Context: an optimization exercise on an open-source flow, tuned for small area, a short achievable clock period and few clock cycles per item. The choices shown serve that exercise and are no tape-out recipe. No run shown here included a check of the RTL's function; only the layout flow was run.

`flow/design.v`:
```
module mtr_pulse (
    input  wire        clk,
    input  wire        rst,
    input  wire        in_valid,
    output wire        in_ready,
    input  wire        in_op,         
    input  wire [47:0] in_de,         
    input  wire [39:0] in_ts,         
    input  wire [23:0] in_dt,         
    input  wire [31:0] in_const,      
    output wire        out_valid,
    input  wire        out_ready,
    output wire [39:0] out_start,     
    output wire        busy,
    output wire [63:0] resid,         
    output wire [31:0] count          
);
    localparam [39:0] PULSE_DELAY_US = 40'd25000;
    localparam [39:0] KH_RESET       = 40'd225000;    
    reg [60:0] a_q;           
    reg [39:0] kh_q;          
    reg [31:0] count_q;
    reg        rep_q;         
    reg        sl_valid;
    reg [47:0] sl_f;
    reg [47:0] sl_de;
    reg [23:0] sl_dt;
    reg [39:0] sl_ts;
    reg        dv_busy;
    reg        dv_fin;        
    reg [4:0]  dv_cnt;        
    reg [47:0] dv_f;
    reg [47:0] dv_de;
    reg [47:0] dv_r;
    reg [23:0] dv_x;          
    reg [39:0] dv_ts;
    reg        o_pend;        
    reg        o_rnd;
    reg        o_valid;
    reg [39:0] o_start;
    wire fin_out  = dv_busy && dv_fin && !o_valid && !o_pend;
    wire dv_take  = sl_valid && (!dv_busy || fin_out);
    wire sl_space = !sl_valid || dv_take;
    assign in_ready  = !rep_q && sl_space;
    assign busy      = rep_q || sl_valid || dv_busy || o_pend || o_valid;
    assign out_valid = o_valid;
    assign out_start = o_start;
    assign resid     = {3'd0, a_q};
    assign count     = count_q;
    wire accept   = in_valid && in_ready;
    wire acc_e    = accept && !in_op;
    wire acc_c    = accept && in_op;
    wire rep_step = rep_q && sl_space;
    wire [61:0] amk    = {1'b0, a_q} - {2'b0, kh_q, 20'd0};    
    wire [60:0] add_de = rep_q ? 61'd0 : {13'd0, in_de};
    wire [60:0] sum_s  = a_q + add_de;
    wire [61:0] sum_t  = amk + {1'b0, add_de};
    wire        ge     = !sum_t[61];                           
    wire [60:0] a_next = ge ? sum_t[60:0] : sum_s;
    wire        pulse  = ge && (acc_e || rep_step);
    wire        big    = (kh_q[39:28] == 12'd0) && (in_de[47:20] >= kh_q[27:0]);
    wire [47:0] f_op   = rep_q ? sl_f : ~a_q[47:0];
    wire [47:0] f_next = {kh_q[27:0], 20'd0} + f_op + {47'd0, !rep_q};
    wire [31:0] c1     = (in_const == 32'd0) ? 32'd1 : in_const;
    wire [39:0] kc_a   = {c1, 8'd0};
    wire [39:0] kc_b   = ~{3'd0, c1, 5'd0};
    wire [39:0] kc_c   = {8'd0, c1};
    wire [39:0] kc_s   = kc_a ^ kc_b ^ kc_c;
    wire [39:0] kc_k   = (kc_a & kc_b) | (kc_a & kc_c) | (kc_b & kc_c);
    wire [39:0] kh_new = kc_s + {kc_k[38:0], 1'b1};
    wire        dv_b   = dv_x[23] && !dv_fin;    
    wire [50:0] r2     = {2'b0, dv_r, 1'b0};
    wire [50:0] bf     = dv_b ? {3'b0, dv_f} : 51'd0;
    wire [50:0] t0     = r2 + bf;
    wire [50:0] nd1    = ~{3'b0, dv_de};
    wire [50:0] nd2    = ~{2'b0, dv_de, 1'b0};
    wire [50:0] c1s    = r2 ^ bf ^ nd1;
    wire [50:0] c1c    = (r2 & bf) | (r2 & nd1) | (bf & nd1);
    wire [50:0] t1     = c1s + {c1c[49:0], 1'b1};
    wire [50:0] c2s    = r2 ^ bf ^ nd2;
    wire [50:0] c2c    = (r2 & bf) | (r2 & nd2) | (bf & nd2);
    wire [50:0] t2     = c2s + {c2c[49:0], 1'b1};
    wire        ge2    = !t2[50];
    wire        ge1    = !t1[50];
    wire [47:0] r_next = ge2 ? t2[47:0] : ge1 ? t1[47:0] : t0[47:0];
    wire [22:0] xh     = dv_x[22:0] + {22'd0, ge2};
    wire [23:0] x_next = {xh, ge1 & !ge2};
    reg  [4:0]  lz;
    integer     i;
    always @(*) begin
        lz = 5'd24;
        for (i = 0; i < 24; i = i + 1)
            if (sl_dt[i]) lz = 5'd23 - i[4:0];
    end
    wire [23:0] dt_norm = sl_dt << lz;
    wire [39:0] start0  = dv_ts + {16'd0, dv_x};
    wire [39:0] start1  = o_start + PULSE_DELAY_US + {39'd0, o_rnd};
    always @(posedge clk) begin
        if (rst) begin
            a_q      <= 61'd0;
            kh_q     <= KH_RESET;
            count_q  <= 32'd0;
            rep_q    <= 1'b0;
            sl_valid <= 1'b0;
            dv_busy  <= 1'b0;
            dv_fin   <= 1'b0;
            o_pend   <= 1'b0;
            o_valid  <= 1'b0;
        end else begin
            if (acc_c)
                a_q <= 61'd0;
            else if (acc_e || rep_step)
                a_q <= a_next;
            if (acc_c)
                kh_q <= kh_new;
            if (rep_q) begin
                if (!ge) rep_q <= 1'b0;
            end else if (acc_e && ge && big)
                rep_q <= 1'b1;
            if (sl_space)
                sl_valid <= pulse;
            if (dv_take) begin
                dv_busy <= 1'b1;
                dv_fin  <= (lz == 5'd24);
            end else if (dv_busy && !dv_fin) begin
                dv_fin  <= (dv_cnt == 5'd1);
            end else if (fin_out) begin
                dv_busy <= 1'b0;
            end
            o_pend <= fin_out;
            if (o_pend)
                o_valid <= 1'b1;
            else if (out_ready)
                o_valid <= 1'b0;
            if (o_valid && out_ready)
                count_q <= count_q + 32'd1;
        end
    end
    always @(posedge clk) begin
        if (sl_space) begin
            sl_f <= f_next;
            if (!rep_q) begin
                sl_de <= in_de;
                sl_dt <= in_dt;
                sl_ts <= in_ts;
            end
        end
        if (dv_take) begin
            dv_f   <= sl_f;
            dv_de  <= sl_de;
            dv_r   <= 48'd0;
            dv_x   <= dt_norm;
            dv_cnt <= 5'd24 - lz;
            dv_ts  <= sl_ts;
        end else if (dv_busy && !dv_fin) begin
            dv_r   <= r_next;
            dv_x   <= x_next;
            dv_cnt <= dv_cnt - 5'd1;
        end
        if (fin_out) begin
            o_start <= start0;
            o_rnd   <= ge1;
        end else if (o_pend)
            o_start <= start1;
    end
endmodule
```
`flow/run.sh`:
```
#!/bin/bash
# synth_recipe.tcl (not shown) runs the flow's synth.tcl, then flattens the netlist and writes it again
# the make line also repeats each setting of config.mk as NAME=value (left out here)
make -C /OpenROAD-flow-scripts/flow DESIGN_CONFIG=/design/flow/config.mk WORK_HOME=/design/flow/orfs CLKGATE_MAP_FILE= SYNTH_SCRIPT=/design/flow/synth_recipe.tcl finish
```
`flow/config.mk`:
```
export PLATFORM = sky130hd
export DESIGN_NAME = mtr_pulse
export DESIGN_NICKNAME = mtr_pulse
export VERILOG_FILES = /design/flow/design.v
export SDC_FILE = /design/flow/constraint.sdc
export NUM_CORES = 4
export LEC_CHECK = 0
export CAP_MARGIN = 20
export CORE_MARGIN = 2
export CORE_UTILIZATION = 40
export SLEW_MARGIN = 20
```
`flow/constraint.sdc`:
```
create_clock -name core_clock -period 12.0 [get_ports {clk}]
set_input_delay 2.4000 -clock core_clock [delete_from_list [all_inputs] [get_ports {clk}]]
set_output_delay 2.4000 -clock core_clock [all_outputs]
set_load 0.01 [all_outputs]
```
==> impl_metrics.py, run 1 <==
metrics = {
    "outcome": {
        "outcome": "timing/DRC/antenna clean",
    },
    "timing": {
        "min_period_ns": 7.16,
        "worst_slack_ns": 4.84,
        "post-route-period-util": 0.597,
        "maxSlewHeadroom": 0.257,
        "rsz0062_at_grt": "no",
        "tightest_slew_ns": 1.10,
        "fmax_mhz": 140,
        "tns_ns": 0,
        "setup_viol": 0,
        "final_max_slew_viol_count": 0,
        "finalHoldViolations": 0,
        "skew_ns": 0.0490,
    },
    "final_layout": {
        "layout.nets": 6501,
        "layout-drive-gt1-share": 0.0404,
        "area_growth_pct": 14.1,
        "design_area_um2": 55000,
        "final_util": 0.459,
    },
    "setup_path": {
        "critical_path.max_fanout": 42,
        "endpoint_kind": "register",
        "critPathArrivalTime_ns": 7.56,
        "crit_required_ns": 12.40,
        "start_kind": "register",
        "crit_type": "reg2reg",
    },
    "global_routing": {
        "grt_pass1_vias": 39300,
        "grt_max_degree": 178,
        "grt_pass1_wl_mm": 227,
        "track_usage": 0.234,
        "grt.overflow.total": 0,
        "grt_antenna_before_repair": 11,
    },
    "clock_network": {
        "clkTransAtPathRegs_ns": 0.06,
        "cts_hold_buf": 0,
        "clk_latency_ns": 0.67,
        "htreeDepth": 3,
        "cts_root_buf": "clkbuf_16",
        "cts_buffers": 71,
        "cts_tree": "yes",
        "postCtsResizedCells": 0,
        "clock_sinks": 553,
        "cts_setup_buffers": 0,
        "cts_buffer_depth": 3,
    },
    "placed_design": {
        "hpwl_mm": 115,
        "gp_congestion": 0.964,
        "dp_slack_ns": 4.32,
        "placed_cell_area_um2": 52500,
        "io_buffers": 284,
    },
    "floorplan": {
        "ios": 288,
        "core_region_area_um2": 120000,
        "start_util": 0.403,
        "die_h_um": 351,
        "die_x_um": 351,
        "die-area_um2": 123000,
        "rows": 127,
    },
    "logic_synthesis": {
        "synthesis.instances": 5601,
        "syn_area_um2": 48200,
        "async_flop_share": 0,
        "yosys_register_bits": 553,
        "synth_edf_count": 366,
        "synth_cell_types": 109,
        "synth.yosys.seq_area_share": 0.306,
        "avgSynthCellArea_um2": 8.60,
        "synth_ff_type": "edfxtp_1",
        "yosysWarnings": 1,
    },
    "detailed_routing": {
        "vias": 40800,
        "drtIter0Drc": 2990,
        "wire_per_inst_um": 19.7,
        "drt-total-wl_mm": 147,
        "dr.pass1.iters": 6,
        "drt.antenna.violating_nets": 0,
        "vias_per_cell": 5.46,
        "drc_errors": 0,
    },
    "worst_hold_path": {
        "min_path_type": "reg2reg",
    },
    "run": {
        "max-cap-violations": 0,
    },
}
cell families (layout without fill, tap and decap cells):
group | Yosys count | count (layout) | share of synthesized area
XOR/XNOR | 413 | 413 | 0.0751
AND/OR/NAND/NOR | 1520 | 1520 | 0.149
flip-flops | 553 | 553 | 0.306
other | 1 | 11 | 0.0000778
multiplexers | 70 | 70 | 0.0147
adder cells (fa/ha/maj) | 568 | 568 | 0.171
AO/OA/AOI/OAI | 1572 | 1572 | 0.212
buffers and inverters | 904 | 1144 | 0.0720
cell type report:
type	instances	area (um2)
multi-input cells	4146	30100
clock inverters	44	472
repair buffers	318	3110
flip-flops and latches	553	14700
clock buffers	88	1920
fillers	11600	64700
well taps	1612	2020
inverters	694	2610
diodes	8	20.0
cell usage after synthesis (32+ instances only):
cell	count	area, um2
o21ai_0	292	1460
or3_1	34	213
nand4_1	53	332
inv_1	690	2590
a21o_1	170	1280
o21bai_1	47	353
nor3_1	81	405
xnor2_1	262	2290
a31oi_1	55	344
nand3_1	119	596
fa_1	151	3020
o21a_1	65	488
dfxtp_1	187	3740
edfxtp_1	366	11000
buf_2	32	160
nor2_1	383	1440
ha_1	417	5220
a21oi_1	462	2310
nor2b_1	46	288
xor2_1	151	1320
mux2i_1	65	651
a211oi_1	134	1010
o211ai_1	45	338
nand2b_1	98	613
and3_1	65	407
nand2_1	511	1920
clkbuf_1	158	593
critical path, cell delays in order, from the launching register on:
cell and delay [ns]:
edfxtp_1 0.57, nor2b_4 0.32, buf_4 0.45, nand2_1 0.23, fa_1 0.56, inv_1 0.06, ha_1 0.31, a211oi_1 0.26
nand3_1 0.11, o22ai_1 0.46, o211ai_1 0.33, nor4b_1 0.28, o211a_1 0.28, o2111a_1 0.30, nor2_4 0.67, inv_2 0.07
ha_1 0.22, ha_1 0.20, and3_1 0.22, nand3_1 0.16, nor2_1 0.12, nand3_1 0.11, xnor2_1 0.09, a222oi_1 0.34
o211ai_1 0.14
layer usage:
metal  vias up  global-route usage  wire, um
li1      20100                   -         -
met4         2              0.0760      4380
met5         -                   0        12
met1     19300               0.333     68800
met2      1169               0.367     65100
met3       205              0.0315      8920
cell usage in the layout (no fill, tap or decap), drive strengths merged, types with 84 or more instances in the layout:
cell type      count
inv              700
nand2            512
a21oi            465
ha               417
nor2             384
edfxtp           366
o21ai            314
clkdlybuf4s50    283
xnor2            262
dfxtp            187
a21o             170
xor2             151
fa               151
a211oi           141
nand3            119
nand2b            98
clkbuf            88
nor3              84
registers in the layout, summed over array words and instances, names as in the netlist, 5 cells and up, named ones only:
register  flops
a_q          61
count_q      32
dv_cnt        5
dv_de        48
dv_f         48
dv_r         48
dv_ts        40
dv_x         24
kh_q         40
o_start      40
sl_de        48
sl_dt        24
sl_f         47
sl_ts        40
metrics by stage:
stage | hold slack [ns] | std cells
floorplan | 0.400 | 5603
global placement | 0.402 | 7323
detailed placement | 0.405 | 7323
CTS | 0.396 | 7455
global route | 0.414 | 7460
finish | 0.395 | 7463
worst paths after layout:
path | from | to | slack, ns | depth (start not counted)
worst max-delay path | dv_x[23]$_DFFE_PP_ | dv_x[17]$_DFFE_PP_ | 4.84 | 24
worst min-delay path | sl_de[24]$_DFFE_PP_ | dv_de[24]$_DFFE_PP_ | 0.39 | 0
worst max register to register | dv_x[23]$_DFFE_PP_ | dv_x[17]$_DFFE_PP_ | 4.84 | 24
worst min register to register | sl_de[24]$_DFFE_PP_ | dv_de[24]$_DFFE_PP_ | 0.39 | 0
==> run 2, diff against run 1 <==
--- a/flow/config.mk
+++ b/flow/config.mk
@@ -6,6 +6,8 @@
 export NUM_CORES = 4
 export LEC_CHECK = 0
+export ABC_CLOCK_PERIOD_IN_PS = 4000
 export CAP_MARGIN = 20
 export CORE_MARGIN = 2
 export CORE_UTILIZATION = 40
+export SETUP_SLACK_MARGIN = 5
 export SLEW_MARGIN = 20
==> impl_metrics.py, run 2 <==
metrics = {
    "final_layout": {
        "final_util": 0.459,
        "layout.nets": 6498,
        "mostFrequentLayoutCells": "inv_1, nand2_1, a21oi_1",
        "regMostFlops": "a_q",
        "multi_input_area_um2": 30100,
        "largest_reg_flops": 61,
        "area_growth_pct": 14.0,
        "final_common_cell": "inv_1",
        "fillers": 11700,
        "layout-drive-gt1-share": 0.0408,
        "seq_area_um2": 14700,
        "fin_cells": 7451,
        "design_area_um2": 54900,
    },
    "global_routing": {
        "grt_pass1_vias": 39000,
        "grt_pass1_wl_mm": 224,
        "grt_max_degree": 81,
        "track_usage": 0.232,
        "grt_antenna_before_repair": 6,
        "grt.overflow.total": 0,
    },
    "logic_synthesis": {
        "synth_edf_count": 366,
        "synth_area_leader_cell": "edfxtp_1",
        "syn_area_um2": 48200,
        "avgSynthCellArea_um2": 8.60,
        "synth_area_leaders": "edfxtp_1, ha_1, dfxtp_1",
        "yosys_register_bits": 553,
        "async_flop_share": 0,
        "yosysMostFrequentCell": "inv_1",
        "yosysWarnings": 1,
        "synth.yosys.seq_area_share": 0.306,
        "synthTopCellsByCount": "inv_1, nand2_1, a21oi_1",
        "yosys.area.top_type_share": 0.228,
        "synth_cell_types": 109,
        "synthesis.instances": 5601,
        "synth_ff_type": "edfxtp_1",
    },
    "clock_network": {
        "cts_buffers": 69,
        "htreeDepth": 3,
        "clk_latency_ns": 0.66,
        "cts_root_buf": "clkbuf_16",
        "cts_tree": "yes",
        "cts_buffer_depth": 3,
        "clkTransAtPathRegs_ns": 0.06,
        "clock_sinks": 553,
    },
    "placed_design": {
        "dp_slack_ns": 4.30,
        "post-place-cells": 7320,
        "io_buffers": 284,
        "gp_congestion": 0.954,
        "placed_cell_area_um2": 52500,
        "hpwl_mm": 114,
    },
    "timing": {
        "rsz0062_at_grt": "no",
        "final_max_slew_viol_count": 0,
        "maxSlewHeadroom": 0.251,
        "skew_ns": 0.0329,
        "whs_ns": 0.399,
        "post-route-period-util": 0.559,
        "fmax_mhz": 149,
        "worst_slack_ns": 5.29,
        "tns_ns": 0,
        "tightest_slew_ns": 1.11,
        "setup_viol": 0,
        "min_period_ns": 6.71,
        "finalHoldViolations": 0,
    },
    "floorplan": {
        "ios": 288,
        "die_h_um": 351,
        "core_region_area_um2": 120000,
        "die_x_um": 351,
        "start_util": 0.403,
        "rows": 127,
        "die-area_um2": 123000,
    },
    "setup_path": {
        "slowest_stage": "buf_4",
        "crit_type": "in2reg",
        "cpMostUsedCell": "ha_1",
        "crit_family": "compound AO/OA/AOI/OAI gates",
        "endpoint_kind": "register",
        "r2r_cells": 26,
        "worst-path-buf-inv": 3,
        "slowest_delay_ns": 0.72,
        "path_cells": "clkdlybuf4s50_1 -> nand2b_1 -> ha_1 -> inv_1 -> ha_1 -> and4_1 -> a32o_1 -> a31oi_1 -> a21oi_1 -> o211ai_2 -> a21boi_2 -> o31a_1 -> nor3_4 -> buf_4 -> nor2_1 -> a32oi_1 -> o31ai_1",
        "start_kind": "input port",
        "r2r_start": "dv_fin$_SDFFE_PP0P_",
        "rrSetupSlack_ns": 5.52,
        "cp.depth": 17,
        "critPathArrivalTime_ns": 7.23,
        "r2r-end": "dv_x[17]$_DFFE_PP_",
        "critical_path.max_fanout": 76,
        "crit_required_ns": 12.52,
    },
    "worst_hold_path": {
        "min_path_cells": 0,
        "hold_end": "dv_de[23]$_DFFE_PP_",
        "min_path_type": "reg2reg",
        "worstHoldStart": "sl_de[23]$_DFFE_PP_",
    },
    "detailed_routing": {
        "drt.antenna.violating_nets": 0,
        "wire_per_inst_um": 19.6,
        "drt-total-wl_mm": 146,
        "drc_errors": 0,
        "dr.pass1.iters": 6,
        "drtIter0Drc": 3087,
        "vias": 40800,
        "vias_per_cell": 5.48,
    },
    "outcome": {
        "outcome": "timing/DRC/antenna clean",
    },
    "run": {
        "max-cap-violations": 0,
    },
}
## run 2: worst max-delay path by stage
| stage | startpoint | end |
|---|---|---|
| 5_1_grt | dv_fin$_SDFFE_PP0P_ | dv_x[17]$_DFFE_PP_ |
| 2_1_floorplan | dv_busy$_SDFFE_PP0P_ | in_ready |
| 3_3_place_gp | dv_x[23]$_DFFE_PP_ | dv_x[17]$_DFFE_PP_ |
| 3_5_place_dp | dv_fin$_SDFFE_PP0P_ | dv_x[17]$_DFFE_PP_ |
| 6_report | in_de[8] | a_q[59]$_SDFFE_PP0N_ |
| 4_1_cts | dv_fin$_SDFFE_PP0P_ | dv_x[17]$_DFFE_PP_ |
## run 2: worst reg2reg max path, delay by kind of cell (launching register included)
| family | cells | cell delay [ns] |
|---|---|---|
| and+or+nand+nor | 8 | 1.54 |
| DFF | 1 | 0.40 |
| AOI/OAI and AO/OA | 8 | 1.74 |
| adders and majority gates | 4 | 1.27 |
| buffers and inverters | 5 | 1.11 |
| xor gates and xnor gates | 1 | 0.14 |
## run 2: final cells by class
class                           instances  area share
Multi-Input combinational cell       4146       0.548
Tap cell                             1612      0.0367
Sequential cell                       553       0.268
Clock inverter                         46      0.0103
Clock buffer                           79      0.0329
Timing Repair Buffer                  317      0.0563
Inverter                              694      0.0476
Antenna cell                            4    0.000182
## run 2: kinds of logic (layout without fill, tap and decap cells)
group,after synthesis,in the layout,share of synthesized area
AO/OA/AOI/OAI,1572,1572,0.212
XOR/XNOR,413,413,0.0751
adder cells (fa/ha/maj),568,568,0.171
buffers and inverters,904,1136,0.0720
flip-flops,553,553,0.306
multiplexers,70,70,0.0147
other,1,7,0.0000778
AND/OR/NAND/NOR,1520,1520,0.149
## run 2: layer usage
layer | routed length (um) | track usage | vias to the layer above
li1 | - | - | 20100
met1 | 68400 | 0.334 | 19300
met2 | 64700 | 0.364 | 1217
met3 | 8740 | 0.0261 | 176
met4 | 3850 | 0.0674 | 2
met5 | 16 | 0 | -
## run 2: timing repair
action / CTS / global route
endpoints found under the setup margin: 17 / 8
pin swaps: 0 / 1
resized for setup: 4 / 2
setup buffers: 0 / 1
hold buffers: 0 / 0
cloned: 0 / 0
==> run 3, diff against run 2 <==
==> flow/design.v (replaced) <==
module mtr_pulse (
    input  wire        clk,
    input  wire        rst,
    input  wire        in_valid,
    output wire        in_ready,
    input  wire        in_op,         
    input  wire [47:0] in_de,         
    input  wire [39:0] in_ts,         
    input  wire [23:0] in_dt,         
    input  wire [31:0] in_const,      
    output wire        out_valid,
    input  wire        out_ready,
    output wire [39:0] out_start,     
    output wire        busy,
    output wire [63:0] resid,         
    output wire [31:0] count          
);
    localparam [39:0] PULSE_DELAY_US = 40'd25000;
    localparam [31:0] CONST_RESET    = 32'd1000;
    localparam integer QBITS = 25;    
    localparam [2:0] S_IDLE  = 3'd0;
    localparam [2:0] S_CHECK = 3'd1;
    localparam [2:0] S_MUL   = 3'd2;
    localparam [2:0] S_DIV   = 3'd3;
    localparam [2:0] S_OUT   = 3'd4;
    reg [2:0]  state_q;
    reg [63:0] a_q;           
    reg [63:0] k_q;           
    reg [31:0] count_q;
    reg [47:0] de_q;
    reg [39:0] ts_q;
    reg [23:0] dt_q;
    reg [72:0] num_q;         
    reg [49:0] rem_q;         
    reg [QBITS-1:0] quo_q;
    reg [4:0]  step_q;
    function [63:0] k_of(input [31:0] c);
        reg [31:0] c1;
        begin
            c1   = (c == 32'd0) ? 32'd1 : c;
            k_of = ({32'd0, c1} * 64'd3600) << 16;
        end
    endfunction
    wire accept = in_valid && in_ready;
    assign in_ready  = (state_q == S_IDLE);
    assign busy      = (state_q != S_IDLE);
    assign out_valid = (state_q == S_OUT);
    assign out_start = ts_q + {15'd0, quo_q} + PULSE_DELAY_US;
    assign resid     = a_q;
    assign count     = count_q;
    wire [47:0] frac_num = de_q - a_q[47:0];
    wire [71:0] prod     = frac_num * dt_q;
    wire [72:0] num_full = {prod, 1'b0} + {25'd0, de_q};
    wire [49:0] den      = {1'b0, de_q, 1'b0};
    wire [49:0] rem_shift = {rem_q[48:0], num_q[72]};
    wire        rem_ge    = (rem_shift >= den);
    always @(posedge clk) begin
        if (rst) begin
            state_q <= S_IDLE;
            a_q     <= 64'd0;
            k_q     <= k_of(CONST_RESET);
            count_q <= 32'd0;
            de_q    <= 48'd0;
            ts_q    <= 40'd0;
            dt_q    <= 24'd0;
            num_q   <= 73'd0;
            rem_q   <= 50'd0;
            quo_q   <= {QBITS{1'b0}};
            step_q  <= 5'd0;
        end else begin
            case (state_q)
                S_IDLE: begin
                    if (accept) begin
                        if (in_op) begin
                            k_q <= k_of(in_const);
                            a_q <= 64'd0;
                        end else begin
                            a_q     <= a_q + {16'd0, in_de};
                            de_q    <= in_de;
                            ts_q    <= in_ts;
                            dt_q    <= in_dt;
                            state_q <= S_CHECK;
                        end
                    end
                end
                S_CHECK: begin
                    if (a_q >= k_q) begin
                        a_q     <= a_q - k_q;
                        state_q <= S_MUL;
                    end else begin
                        state_q <= S_IDLE;
                    end
                end
                S_MUL: begin
                    num_q   <= num_full << (73 - QBITS);
                    rem_q   <= {1'b0, num_full[72:QBITS]};
                    quo_q   <= {QBITS{1'b0}};
                    step_q  <= 5'd0;
                    state_q <= S_DIV;
                end
                S_DIV: begin
                    rem_q  <= rem_ge ? (rem_shift - den) : rem_shift;
                    quo_q  <= {quo_q[QBITS-2:0], rem_ge};
                    num_q  <= num_q << 1;
                    step_q <= step_q + 5'd1;
                    if (step_q == QBITS - 1)
                        state_q <= S_OUT;
                end
                S_OUT: begin
                    if (out_ready) begin
                        count_q <= count_q + 32'd1;
                        state_q <= S_CHECK;
                    end
                end
                default: state_q <= S_IDLE;
            endcase
        end
    end
endmodule
--- a/flow/config.mk
+++ b/flow/config.mk
@@ -6,8 +6,6 @@
 export NUM_CORES = 4
 export LEC_CHECK = 0
-export ABC_CLOCK_PERIOD_IN_PS = 4000
 export CAP_MARGIN = 20
 export CORE_MARGIN = 2
 export CORE_UTILIZATION = 40
-export SETUP_SLACK_MARGIN = 5
 export SLEW_MARGIN = 20
==> impl_metrics.py, run 3 <==
metrics = {
    "global_routing": {
        "grt_pass1_wl_mm": 357,
        "grt_max_degree": 135,
        "grt_antenna_before_repair": 15,
        "track_usage": 0.252,
        "grt.overflow.total": 0,
        "grt_pass1_vias": 61800,
    },
    "timing": {
        "tns_ns": 0,
        "setup_viol": 0,
        "min_period_ns": 11.74,
        "tightest_slew_ns": 1.13,
        "maxSlewHeadroom": 0.241,
        "final_max_slew_viol_count": 0,
        "rsz0062_at_grt": "yes",
        "post-route-period-util": 0.978,
        "fmax_mhz": 85.2,
        "whs_ns": 0.449,
        "skew_ns": 0.0772,
        "finalHoldViolations": 0,
    },
    "logic_synthesis": {
        "yosys_register_bits": 355,
        "synth_ff_type": "dfxtp_1",
        "yosysMostFrequentCell": "inv_1",
        "async_flop_share": 0,
        "synth.yosys.seq_area_share": 0.101,
        "yosys.area.top_type_share": 0.306,
        "synthesis.instances": 8669,
        "yosysWarnings": 1,
        "syn_area_um2": 70100,
        "avgSynthCellArea_um2": 8.09,
        "synth_edf_count": 0,
        "synth_cell_types": 101,
        "synth_area_leaders": "fa_1, ha_1, dfxtp_1",
        "synthTopCellsByCount": "inv_1, nand2_1, fa_1",
        "synth_area_leader_cell": "fa_1",
    },
    "clock_network": {
        "cts_hold_buf": 0,
        "cts_tree": "yes",
        "cts_buffers": 48,
        "cts_root_buf": "clkbuf_16",
        "clkTransAtPathRegs_ns": 0.06,
        "cts_buffer_depth": 3,
        "clock_sinks": 355,
        "htreeDepth": 2,
        "clk_latency_ns": 0.69,
    },
    "placed_design": {
        "gp_congestion": 0.931,
        "hpwl_mm": 185,
        "io_buffers": 287,
    },
    "setup_path": {
        "crit_required_ns": 12.48,
        "cpMostUsedCell": "fa_1",
        "crit_type": "reg2reg",
        "r2r_cells": 49,
        "rrSetupSlack_ns": 0.26,
        "worstSetupStartpoint": "de_q[0]$_SDFFE_PP0P_",
        "critical_path.max_fanout": 6,
        "cp.depth": 49,
        "slowest_stage": "fa_1",
        "crit_family": "adder cells",
        "r2r-end": "rem_q[33]$_SDFFE_PP0P_",
        "r2r_start": "de_q[0]$_SDFFE_PP0P_",
        "critPathArrivalTime_ns": 12.22,
        "worst-path-buf-inv": 8,
        "slowest_delay_ns": 0.62,
        "start_kind": "register",
        "endpoint_kind": "register",
    },
    "detailed_routing": {
        "wire_per_inst_um": 20.1,
        "dr.pass1.iters": 5,
        "drc_errors": 0,
        "drt-total-wl_mm": 226,
        "drt.antenna.violating_nets": 0,
        "drtIter0Drc": 4047,
        "vias": 60100,
        "vias_per_cell": 5.36,
    },
    "floorplan": {
        "die_x_um": 423,
        "ios": 288,
        "start_util": 0.403,
        "die-area_um2": 179000,
        "core_region_area_um2": 174000,
        "rows": 153,
        "die_h_um": 423,
    },
    "final_layout": {
        "final_common_cell": "inv_1",
        "mostFrequentLayoutCells": "inv_1, nand2_1, fa_1",
        "biggestRegsByFlops": "a_q x64, rem_q x49, de_q x48",
        "regMostFlops": "a_q",
        "layout.nets": 10700,
        "layout-drive-gt1-share": 0.0698,
        "area_growth_pct": 13.3,
        "largest_reg_flops": 64,
    },
    "worst_hold_path": {
        "min_path_type": "reg2reg",
        "worstHoldStart": "k_q[32]$_SDFFE_PP0P_",
        "hold_end": "k_q[32]$_SDFFE_PP0P_",
        "min_path_cells": 2,
    },
    "run": {
        "max-cap-violations": 0,
    },
    "outcome": {
        "outcome": "timing/DRC/antenna clean",
    },
}
## run 3: cell types whose count changed in the layout (fill, tap and decap cells not counted), moves of 62 or more
cell      delta
buf_4      +246
a211oi_1    -62
and2_1     +570
fa_1       +911
nand2_1    +659
xnor2_1     -78
a21oi_1    +110
ha_1       +158
edfxtp_1   -366
inv_1      +794
a21o_1      +62
dfxtp_1    +161
nor2_1      -81
## run 3: cells by family (layout without fill, tap and decap cells)
group / after synthesis / after routing / share of synthesized area
AOI/OAI and AO/OA: 1640 / 1640 / 0.150
xor gates and xnor gates: 372 / 374 / 0.0467
adders and majority gates: 1662 / 1662 / 0.411
buffers and inverters: 1955 / 2167 / 0.105
DFF: 355 / 355 / 0.101
muxes: 16 / 16 / 0.00234
other: 0 / 14 / 0
and+or+nand+nor: 2669 / 2669 / 0.184
## run 3: cell type report
cell class              instances  area, um2
fillers                     17300      94500
multi-input cells            6361      56800
flip-flops and latches        355       7120
inverters                    1493       5600
repair buffers                587       5310
well taps                    2325       2910
clock buffers                  60       1300
clock inverters                27        422
diodes                         14       35.0
## run 3: worst max-delay path by stage
stage	end	slack, ns
2_1_floorplan	rem_q[47]$_SDFFE_PP0P_	0.90
3_3_place_gp	rem_q[36]$_SDFFE_PP0P_	-0.52
3_5_place_dp	rem_q[36]$_SDFFE_PP0P_	-0.66
4_1_cts	rem_q[47]$_SDFFE_PP0P_	-0.01
5_1_grt	rem_q[33]$_SDFFE_PP0P_	-0.08
6_report	rem_q[33]$_SDFFE_PP0P_	0.26
## run 3: repair_timing
item / 4_1_cts / 5_1_grt
setup endpoints to repair: 30 / 39
endpoints found under the hold margin: 0 / 0
buffers inserted: 11 / 27
cloned: 0 / 3
pin swaps: 7 / 99
gates resized for setup: 16 / 159
## run 3: metrics by stage
stage,setup WS (ns),utilization,cell area [um2],cells
after floorplan,0.898,-,70100,8669
after global placement,-0.522,0.440,76600,11100
after detailed placement,-0.663,0.440,76600,11100
after CTS,-0.0137,0.451,78500,11200
after global routing,-0.0831,0.457,79500,11200
final,0.261,0.457,79500,11200
## run 3: per-layer routing
layer / routed length, um / vias to the layer above / part of all wire / global-route usage
li1: - / 28000 / - / -
met1: 100000 / 30100 / 0.45 / 0.348
met2: 106000 / 1694 / 0.47 / 0.416
met3: 12500 / 309 / 0.055 / 0.0297
met4: 6710 / 4 / 0.030 / 0.0710
met5: 26 / - / 0.00012 / 0
## run 3: worst register-to-register path, delay by kind of cell, from the launching register on
family	cells	cell delay, ns
DFF	1	0.33
adders and majority gates	11	4.54
AOI/OAI and AO/OA	15	2.68
xor gates and xnor gates	3	0.65
and+or+nand+nor	12	2.50
buffers and inverters	8	0.84

==> static timing again, ports no longer ideal <==
Ports are ideal in the flow. The routed layouts listed here were re-timed in OpenROAD. Step 1 assumes that a clkbuf_16 drives the clock port and a buf_2 every other input. Step 2 also shifts input and output timing later by t, the mid clock arrival at the registers, as if the neighbouring blocks saw the same clock. Three values: ideal ports, drivers, drivers and shift; two values: the first two.
| run | t, ns | setup slack, ns | worst setup path at the end | slew at the worst register clock pin (ns) | worst slew at a driven data input, ns |
|---|---|---|---|---|---|
| run 1 | 0.722 | 4.841 / 4.841 / 4.176 | input to register | 0.07 / 0.07 | 0.17 |
| run 2 | 0.718 | 5.287 / 5.324 / 4.606 | input to register | 0.07 / 0.07 | 0.18 |
| run 3 | 0.734 | 0.261 / 0.261 / 0.261 | register to register | 0.07 / 0.07 | 0.16 |
After both steps every run listed still meets setup and hold. For run 2, which loses most, drivers alone change the setup slack by +0.037 ns; drivers and shift together by -0.681 ns.
